Context: an optimization exercise on an open-source flow, tuned for small area, a short achievable clock period and few clock cycles per item. The choices shown serve that exercise and are no tape-out recipe.
Where RTL was checked, it was by simulation tests only, not by an equivalence proof against the original.
The clock port is modelled as an ideal driver; clocking choices that lean on that would not hold on a real chip.

==> inputs of run D <==
==> flow/design.v <==
module sha256_engine (
    input  wire         clk,
    input  wire         rst,         
    input  wire         in_valid,
    output wire         in_ready,
    input  wire         in_first,
    input  wire [31:0]  in_data,
    output wire         out_valid,
    input  wire         out_ready,
    output wire [255:0] out_digest
);
    reg        ld;         
    reg        rdy;        
    reg [3:0]  lag;        
    reg        run;        
    reg        fin;        
    reg        ov;         
    reg [3:0]  wcnt;       
    reg [5:0]  kn;         
    reg        first_q;    
    reg        ff_first;   
    reg        init_q;     
    reg        took;       
    reg        took1;      
    reg [1:0]  fj;         
    reg [31:0] w [0:15];
    reg [31:0] a, b, c, d, e, f, g, h;
    reg [31:0] p;
    reg [31:0] k_q;        
    reg [31:0] ra [0:3];
    reg [31:0] re [0:3];
    function [31:0] rotr(input [31:0] x, input integer n);
        rotr = (x >> n) | (x << (32 - n));
    endfunction
    function [31:0] bsig0(input [31:0] x);
        bsig0 = rotr(x, 2) ^ rotr(x, 13) ^ rotr(x, 22);
    endfunction
    function [31:0] bsig1(input [31:0] x);
        bsig1 = rotr(x, 6) ^ rotr(x, 11) ^ rotr(x, 25);
    endfunction
    function [31:0] ssig0(input [31:0] x);
        ssig0 = rotr(x, 7) ^ rotr(x, 18) ^ (x >> 3);
    endfunction
    function [31:0] ssig1(input [31:0] x);
        ssig1 = rotr(x, 17) ^ rotr(x, 19) ^ (x >> 10);
    endfunction
    function [31:0] csa_s(input [31:0] x, input [31:0] y, input [31:0] z);
        csa_s = x ^ y ^ z;
    endfunction
    function [31:0] csa_c(input [31:0] x, input [31:0] y, input [31:0] z);
        csa_c = ((x & y) | (x & z) | (y & z)) << 1;
    endfunction
    function [31:0] add_bk(input [31:0] x, input [31:0] y);
        reg [31:0] gg, pp, hs;
        integer l, i;
        begin
            gg = x & y;
            pp = x ^ y;
            hs = pp;
            for (l = 0; l < 5; l = l + 1) begin
                for (i = (2 << l) - 1; i < 32; i = i + (2 << l)) begin
                    gg[i] = gg[i] | (pp[i] & gg[i - (1 << l)]);
                    pp[i] = pp[i] & pp[i - (1 << l)];
                end
            end
            for (l = 3; l >= 0; l = l - 1) begin
                for (i = (3 << l) - 1; i < 32; i = i + (2 << l)) begin
                    gg[i] = gg[i] | (pp[i] & gg[i - (1 << l)]);
                    pp[i] = pp[i] & pp[i - (1 << l)];
                end
            end
            add_bk = hs ^ {gg[30:0], 1'b0};
        end
    endfunction
    localparam [31:0] IV0 = 32'h6a09e667, IV1 = 32'hbb67ae85,
                      IV2 = 32'h3c6ef372, IV3 = 32'ha54ff53a,
                      IV4 = 32'h510e527f, IV5 = 32'h9b05688c,
                      IV6 = 32'h1f83d9ab, IV7 = 32'h5be0cd19;
    wire [5:0] kn1 = kn + 6'd1;
    reg [31:0] k_nx;
    always @(*) begin
        case (kn1)
            6'd0:  k_nx = 32'h428a2f98; 6'd1:  k_nx = 32'h71374491;
            6'd2:  k_nx = 32'hb5c0fbcf; 6'd3:  k_nx = 32'he9b5dba5;
            6'd4:  k_nx = 32'h3956c25b; 6'd5:  k_nx = 32'h59f111f1;
            6'd6:  k_nx = 32'h923f82a4; 6'd7:  k_nx = 32'hab1c5ed5;
            6'd8:  k_nx = 32'hd807aa98; 6'd9:  k_nx = 32'h12835b01;
            6'd10: k_nx = 32'h243185be; 6'd11: k_nx = 32'h550c7dc3;
            6'd12: k_nx = 32'h72be5d74; 6'd13: k_nx = 32'h80deb1fe;
            6'd14: k_nx = 32'h9bdc06a7; 6'd15: k_nx = 32'hc19bf174;
            6'd16: k_nx = 32'he49b69c1; 6'd17: k_nx = 32'hefbe4786;
            6'd18: k_nx = 32'h0fc19dc6; 6'd19: k_nx = 32'h240ca1cc;
            6'd20: k_nx = 32'h2de92c6f; 6'd21: k_nx = 32'h4a7484aa;
            6'd22: k_nx = 32'h5cb0a9dc; 6'd23: k_nx = 32'h76f988da;
            6'd24: k_nx = 32'h983e5152; 6'd25: k_nx = 32'ha831c66d;
            6'd26: k_nx = 32'hb00327c8; 6'd27: k_nx = 32'hbf597fc7;
            6'd28: k_nx = 32'hc6e00bf3; 6'd29: k_nx = 32'hd5a79147;
            6'd30: k_nx = 32'h06ca6351; 6'd31: k_nx = 32'h14292967;
            6'd32: k_nx = 32'h27b70a85; 6'd33: k_nx = 32'h2e1b2138;
            6'd34: k_nx = 32'h4d2c6dfc; 6'd35: k_nx = 32'h53380d13;
            6'd36: k_nx = 32'h650a7354; 6'd37: k_nx = 32'h766a0abb;
            6'd38: k_nx = 32'h81c2c92e; 6'd39: k_nx = 32'h92722c85;
            6'd40: k_nx = 32'ha2bfe8a1; 6'd41: k_nx = 32'ha81a664b;
            6'd42: k_nx = 32'hc24b8b70; 6'd43: k_nx = 32'hc76c51a3;
            6'd44: k_nx = 32'hd192e819; 6'd45: k_nx = 32'hd6990624;
            6'd46: k_nx = 32'hf40e3585; 6'd47: k_nx = 32'h106aa070;
            6'd48: k_nx = 32'h19a4c116; 6'd49: k_nx = 32'h1e376c08;
            6'd50: k_nx = 32'h2748774c; 6'd51: k_nx = 32'h34b0bcb5;
            6'd52: k_nx = 32'h391c0cb3; 6'd53: k_nx = 32'h4ed8aa4a;
            6'd54: k_nx = 32'h5b9cca4f; 6'd55: k_nx = 32'h682e6ff3;
            6'd56: k_nx = 32'h748f82ee; 6'd57: k_nx = 32'h78a5636f;
            6'd58: k_nx = 32'h84c87814; 6'd59: k_nx = 32'h8cc70208;
            6'd60: k_nx = 32'h90befffa; 6'd61: k_nx = 32'ha4506ceb;
            6'd62: k_nx = 32'hbef9a3f7; default: k_nx = 32'hc67178f2;
        endcase
    end
    wire take   = rdy && in_valid;                       
    wire init   = take && wcnt == 4'd0;                  
    wire pstep  = run || took;                            
    wire rstep  = run || took1;                           
    wire last   = run && kn == 6'd0;                      
    wire ffwd   = run && (kn[5:1] == 5'd31 || kn == 6'd0);  
    wire fstep  = ffwd || fin;                            
    wire [31:0] ch  = (e & f) ^ (~e & g);
    wire [31:0] maj = (a & b) ^ (a & c) ^ (b & c);
    wire [31:0] s1e = bsig1(e);
    wire [31:0] s0a = bsig0(a);
    wire [31:0] v_s  = csa_s(ch, p, d);
    wire [31:0] v_c  = csa_c(ch, p, d);
    wire [31:0] e1_s = csa_s(s1e, v_s, v_c);
    wire [31:0] e1_c = csa_c(s1e, v_s, v_c);
    wire [31:0] e_new = e1_s + e1_c;
    wire [31:0] u_s  = csa_s(p, s1e, ch);
    wire [31:0] u_c  = csa_c(p, s1e, ch);
    wire [31:0] a1_s = csa_s(u_s, u_c, maj);
    wire [31:0] a1_c = csa_c(u_s, u_c, maj);
    wire [31:0] a2_s = csa_s(a1_s, a1_c, s0a);
    wire [31:0] a2_c = csa_c(a1_s, a1_c, s0a);
    wire [31:0] a_new = a2_s + a2_c;
    wire [31:0] h0    = first_q ? IV7 : (fin ? re[1] : h);
    wire [31:0] hn    = init_q ? h0 : g;
    wire [31:0] pn_s  = csa_s(hn, k_q, w[15]);
    wire [31:0] pn_c  = csa_c(hn, k_q, w[15]);
    wire [31:0] p_new = pn_s + pn_c;
    wire [31:0] u0_s = csa_s(ssig1(w[14]), w[9], ssig0(w[1]));
    wire [31:0] u0_c = csa_c(ssig1(w[14]), w[9], ssig0(w[1]));
    wire [31:0] u1_s = csa_s(u0_s, u0_c, w[0]);
    wire [31:0] u1_c = csa_c(u0_s, u0_c, w[0]);
    wire [31:0] wnew = u1_s + u1_c;
    wire [3:0] wcnt_n = take ? wcnt + 4'd1 : wcnt;
    wire       ld_n   = (take && wcnt == 4'd15) ? 1'b0 :
                        ((run && kn == 6'd63) ? 1'b1 : ld);
    wire [3:0] lag_n  = (!ld_n || wcnt_n == 4'd0 || take) ? 4'd0 : lag + 4'd1;
    wire       ov_n   = fin ? 1'b1 : (ov && !out_ready ? 1'b1 : 1'b0);
    wire       rdy_n  = ld_n && lag_n == 4'd0 && !(wcnt_n == 4'd15 && ov_n);
    reg [31:0] iva, ive;
    always @(*) begin
        case (fj)
            2'd0:    begin iva = IV3; ive = IV7; end
            2'd1:    begin iva = IV2; ive = IV6; end
            2'd2:    begin iva = IV1; ive = IV5; end
            default: begin iva = IV0; ive = IV4; end
        endcase
    end
    wire [31:0] fa_sum = add_bk(ff_first ? iva : ra[0], a);
    wire [31:0] fe_sum = add_bk(ff_first ? ive : re[0], e);
    assign in_ready   = rdy;
    assign out_valid  = ov;
    assign out_digest = {ra[3], ra[2], ra[1], ra[0], re[3], re[2], re[1], re[0]};
    integer i;
    always @(posedge clk) begin
        if (rst) begin
            ld   <= 1'b1;
            rdy  <= 1'b1;
            lag  <= 4'd0;
            run  <= 1'b0;
            fin  <= 1'b0;
            ov   <= 1'b0;
            wcnt <= 4'd0;
        end else begin
            ld   <= ld_n;
            rdy  <= rdy_n;
            lag  <= lag_n;
            wcnt <= wcnt_n;
            ov   <= ov_n;
            fin  <= last;
            if (take && wcnt == 4'd15)
                run <= 1'b1;
            else if (last)
                run <= 1'b0;
        end
    end
    always @(posedge clk) begin
        if (init) begin
            kn  <= 6'd0;
            k_q <= 32'h428a2f98;
        end else if (pstep) begin
            kn  <= kn1;
            k_q <= k_nx;
        end
        if (init)
            first_q <= in_first;
        if (take && wcnt == 4'd15)
            ff_first <= first_q;
        init_q <= init && !rst;
        took   <= take && wcnt != 4'd15 && !rst;
        took1  <= take && wcnt != 4'd15 && wcnt != 4'd0 && !rst;
        fj    <= (run && kn == 6'd61) ? 2'd0 : fj + 2'd1;
        for (i = 0; i < 15; i = i + 1)
            w[i] <= w[i + 1];
        w[15] <= take ? in_data : (run ? wnew : w[0]);
        if (pstep)
            p <= p_new;
        if (init_q && first_q) begin
            {a, b, c, d, e, f, g, h} <= {IV0, IV1, IV2, IV3, IV4, IV5, IV6, IV7};
        end else if (rstep) begin
            h <= g;
            g <= f;
            f <= e;
            e <= e_new;
            d <= c;
            c <= b;
            b <= a;
            a <= a_new;
        end else if (fin) begin
            {a, b, c, d} <= {fa_sum, ra[3], ra[2], ra[1]};
            {e, f, g, h} <= {fe_sum, re[3], re[2], re[1]};
        end
        if (fstep) begin
            ra[0] <= ra[1]; ra[1] <= ra[2]; ra[2] <= ra[3]; ra[3] <= fa_sum;
            re[0] <= re[1]; re[1] <= re[2]; re[2] <= re[3]; re[3] <= fe_sum;
        end
    end
endmodule
==> flow/flow/run.sh <==
#!/bin/bash
# Layout flow: the standard synthesis and layout, with
#  - port buffers of sky130_fd_sc_hd__buf_1,
#  - a clock tree built from clkbuf_16 leaf clusters of up to 24 sinks and
#    no dummy balancing loads,
#  - after the clock tree, a delay cell in front of the clock pin of each
#    flip-flop of the working variable a (flow/skew.tcl): useful skew for the
#    register-to-register paths into a,
#  - timing repair after global routing that aims at 5.5 ns of setup slack
#    (flow/margin.tcl).
# Each tool's output goes to a log file in the work folder.
set -euo pipefail
export BUFFER_PORTS_ARGS="-buffer_cell sky130_fd_sc_hd__buf_1"
export CTS_ARGS="-sink_clustering_enable -repair_clock_nets -sink_clustering_size 24 -sink_clustering_max_diameter 100 -buf_list sky130_fd_sc_hd__clkbuf_16 -dont_use_dummy_load"
export POST_CTS_TCL="$PWD/flow/skew.tcl"
export PRE_GLOBAL_ROUTE_TCL="$PWD/flow/margin.tcl"
bash standard.sh synth > synth.log 2>&1
bash standard.sh finish > layout.log 2>&1
==> flow/flow/margin.tcl <==
# Timing repair after global routing aims at 5.5 ns of setup slack (5 ns in
# the earlier stages, before the useful skew of flow/skew.tcl is in place).
set ::env(SETUP_SLACK_MARGIN) 5.5
==> flow/flow/skew.tcl <==
# Useful skew for the paths into working variable a: one clkdlybuf4s50_1 in
# front of the clock pin of each of a's flip-flops.  The paths from e, f, g
# and p into a pass one more adder level than any path from a to a, which
# this delay balances; then legalize the new cells.
set block [ord::get_db_block]
set n 0
foreach inst [$block getInsts] {
  set name [$inst getName]
  if {![regexp {^a\\\[[0-9]+\\\]\$} $name]} { continue }
  set clkpin [$inst findITerm CLK]
  if {$clkpin == "NULL"} { continue }
  set net [$clkpin getNet]
  set loc [$inst getLocation]
  insert_buffer -buffer_cell sky130_fd_sc_hd__clkdlybuf4s50_1 \
    -net [sta::find_net [$net getName]] \
    -load_pins [list [sta::find_pin "$name/CLK"]] \
    -location [list [ord::dbu_to_microns [lindex $loc 0]] [ord::dbu_to_microns [lindex $loc 1]]] \
    -buffer_name skewbuf_$n -net_name skewnet_$n
  incr n
}
puts "skew buffers inserted: $n"
detailed_placement
check_placement -verbose
==> flow/standard.sh <==
#!/bin/bash
# synth_recipe.tcl (not shown) runs the flow's synth.tcl, then flattens the netlist and writes it again
# the make line also repeats each setting of config.mk as NAME=value (left out here)
make -C /OpenROAD-flow-scripts/flow DESIGN_CONFIG=/design/flow/config.mk WORK_HOME=/design/flow/orfs CLKGATE_MAP_FILE= SYNTH_SCRIPT=/design/flow/synth_recipe.tcl "${@:-finish}"
==> flow/config.mk <==
export PLATFORM = sky130hd
export DESIGN_NAME = sha256_engine
export DESIGN_NICKNAME = sha256_engine
export VERILOG_FILES = /design/flow/design.v
export SDC_FILE = /design/flow/constraint.sdc
export NUM_CORES = 4
export LEC_CHECK = 0
export CAP_MARGIN = 20
export CORE_MARGIN = 2
export CORE_UTILIZATION = 30
export SETUP_SLACK_MARGIN = 5
export SLEW_MARGIN = 20
==> flow/constraint.sdc <==
create_clock -name core_clock -period 10.0 [get_ports {clk}]
set_input_delay 2.0000 -clock core_clock [delete_from_list [all_inputs] [get_ports {clk}]]
set_output_delay 2.0000 -clock core_clock [all_outputs]
set_load 0.01 [all_outputs]
==> run K: changes against run D <==
--- a/flow/design.v
+++ b/flow/design.v
@@ -20,8 +20,5 @@
     reg        first_q;    
     reg        ff_first;   
-    reg        init_q;     
-    reg        took;       
-    reg        took1;      
-    reg [1:0]  fj;         
+    reg        early;      
     reg [31:0] w [0:15];
     reg [31:0] a, b, c, d, e, f, g, h;
@@ -117,6 +114,6 @@
     wire take   = rdy && in_valid;                       
     wire init   = take && wcnt == 4'd0;                  
-    wire pstep  = run || took;                            
-    wire rstep  = run || took1;                           
+    wire pstep  = run || (take && wcnt != 4'd0);          
+    wire rstep  = run || (take && wcnt[3:1] != 3'd0);     
     wire last   = run && kn == 6'd0;                      
     wire ffwd   = run && (kn[5:1] == 5'd31 || kn == 6'd0);  
@@ -131,13 +128,13 @@
     wire [31:0] e1_c = csa_c(s1e, v_s, v_c);
     wire [31:0] e_new = e1_s + e1_c;
-    wire [31:0] u_s  = csa_s(p, s1e, ch);
-    wire [31:0] u_c  = csa_c(p, s1e, ch);
-    wire [31:0] a1_s = csa_s(u_s, u_c, maj);
-    wire [31:0] a1_c = csa_c(u_s, u_c, maj);
-    wire [31:0] a2_s = csa_s(a1_s, a1_c, s0a);
-    wire [31:0] a2_c = csa_c(a1_s, a1_c, s0a);
+    wire [31:0] u_s  = csa_s(ch, maj, p);
+    wire [31:0] u_c  = csa_c(ch, maj, p);
+    wire [31:0] a1_s = csa_s(s1e, s0a, u_s);
+    wire [31:0] a1_c = csa_c(s1e, s0a, u_s);
+    wire [31:0] a2_s = csa_s(a1_s, a1_c, u_c);
+    wire [31:0] a2_c = csa_c(a1_s, a1_c, u_c);
     wire [31:0] a_new = a2_s + a2_c;
-    wire [31:0] h0    = first_q ? IV7 : (fin ? re[1] : h);
-    wire [31:0] hn    = init_q ? h0 : g;
+    wire [31:0] h0    = fin ? (first_q ? IV7 : re[1]) : h;
+    wire [31:0] hn    = (ld && wcnt == 4'd1) ? h0 : g;
     wire [31:0] pn_s  = csa_s(hn, k_q, w[15]);
     wire [31:0] pn_c  = csa_c(hn, k_q, w[15]);
@@ -156,8 +153,8 @@
     reg [31:0] iva, ive;
     always @(*) begin
-        case (fj)
-            2'd0:    begin iva = IV3; ive = IV7; end
-            2'd1:    begin iva = IV2; ive = IV6; end
-            2'd2:    begin iva = IV1; ive = IV5; end
+        case ({fin, kn[1:0]})
+            3'b010:  begin iva = IV3; ive = IV7; end
+            3'b011:  begin iva = IV2; ive = IV6; end
+            3'b000:  begin iva = IV1; ive = IV5; end
             default: begin iva = IV0; ive = IV4; end
         endcase
@@ -203,8 +200,5 @@
         if (take && wcnt == 4'd15)
             ff_first <= first_q;
-        init_q <= init && !rst;
-        took   <= take && wcnt != 4'd15 && !rst;
-        took1  <= take && wcnt != 4'd15 && wcnt != 4'd0 && !rst;
-        fj    <= (run && kn == 6'd61) ? 2'd0 : fj + 2'd1;
+        early <= init && run;
         for (i = 0; i < 15; i = i + 1)
             w[i] <= w[i + 1];
@@ -212,7 +206,5 @@
         if (pstep)
             p <= p_new;
-        if (init_q && first_q) begin
-            {a, b, c, d, e, f, g, h} <= {IV0, IV1, IV2, IV3, IV4, IV5, IV6, IV7};
-        end else if (rstep) begin
+        if (rstep) begin
             h <= g;
             g <= f;
@@ -223,4 +215,6 @@
             b <= a;
             a <= a_new;
+        end else if ((init && in_first) || (fin && early && first_q)) begin
+            {a, b, c, d, e, f, g, h} <= {IV0, IV1, IV2, IV3, IV4, IV5, IV6, IV7};
         end else if (fin) begin
             {a, b, c, d} <= {fa_sum, ra[3], ra[2], ra[1]};
==> flow/flow/run.sh (replaced) <==
#!/bin/bash
# Layout flow: the standard synthesis and layout, with
#  - port buffers of sky130_fd_sc_hd__buf_2,
#  - a clock tree built from clkbuf_16 leaf clusters of up to 24 sinks and
#    no dummy balancing loads,
#  - timing repair that aims at 6 ns of setup slack on the worst 5% of paths.
# Each tool's output goes to a log file in the work folder.
set -euo pipefail
export BUFFER_PORTS_ARGS="-buffer_cell sky130_fd_sc_hd__buf_2"
export CTS_ARGS="-sink_clustering_enable -repair_clock_nets -sink_clustering_size 24 -sink_clustering_max_diameter 100 -buf_list sky130_fd_sc_hd__clkbuf_16 -dont_use_dummy_load"
export SETUP_SLACK_MARGIN=6
bash standard.sh synth > synth.log 2>&1
bash standard.sh finish > layout.log 2>&1
Settings changed: CORE_UTILIZATION 30 to 40, SETUP_SLACK_MARGIN 5 to default, TNS_END_PERCENT from default to 5.
removed: flow/flow/margin.tcl
removed: flow/flow/skew.tcl
==> comparison table <==
quantity                                                                           run K                            run D
DP Wirelength                                                                  133000 um                        146000 um
Worst-Margin Slew                                                                1090 ps                          1080 ps
Area of the mapped netlist                                                    53900 um^2                       55100 um^2
Tapcell count                                                                       1768                             2385
Top cell category                                                 flip-flops and latches  multi-input combinational cells
Hold slack final                                                                  273 ps                           278 ps
Worst-skew pair later-pin latency                                                 730 ps                          1220 ps
Avg Inst Size Synth                                                            11.4 um^2                        10.5 um^2
Number of enable-type register cells in the synthesized netlist                      546                              290
Outcome                                                          complete, no violations          complete, no violations
P&R area growth vs syn                                                             17.1%                            12.3%
Capture point of the critical path                                                 a[31]                            e[29]
Gate count of the mapped netlist                                                    4724                             5235
Tcrit/Tclk final                                                                   51.0%                            44.8%
Multi-input logic portion of the cell area                                         40.3%                            45.2%
Number of multi-input logic gates                                                   2821                             3371
Seq. cell area                                                                27800 um^2                       25300 um^2
Testbench counts of run D, summed over its fixed seeds: cycles 55,794, blocks 858.
No functional check of the RTL was part of run K.

==> afterwards: timing with drivers on the ports <==
No port has a modelled driver above. Below, the same layouts with a new extraction and two added sets of constraints.
Step 1 assumes that a clkbuf_16 drives the clock port and a buf_2 every other input.
Step 2, shift: input delay + t, output delay - t, t = (earliest + latest rising clock arrival at the registers) / 2. This alone moves slack from input paths to output paths.
Slacks: ideal ports / drivers / drivers and shift; pairs: ideal ports / drivers.
| run | t (ns) | slack for setup (ns) | worst setup path after step 2 | latest minus earliest clock arrival (ns) | worst register clock-pin slew, ns | pins driven straight from the clock port |
|---|---|---|---|---|---|---|
| run D | 1.008 | 5.520 / 5.520 / 5.520 | register to register | 0.580 / 0.579 | 0.10 / 0.10 | 1 |
| run K | 0.751 | 4.899 / 4.899 / 4.358 | input to register | 0.112 / 0.112 | 0.11 / 0.11 | 1 |
Clock arrivals are far apart in run D, so t is only a midpoint there and step 2 fits no single register. For run K, which loses most, drivers alone change the setup slack by 0.000 ns; drivers and shift together by -0.541 ns.
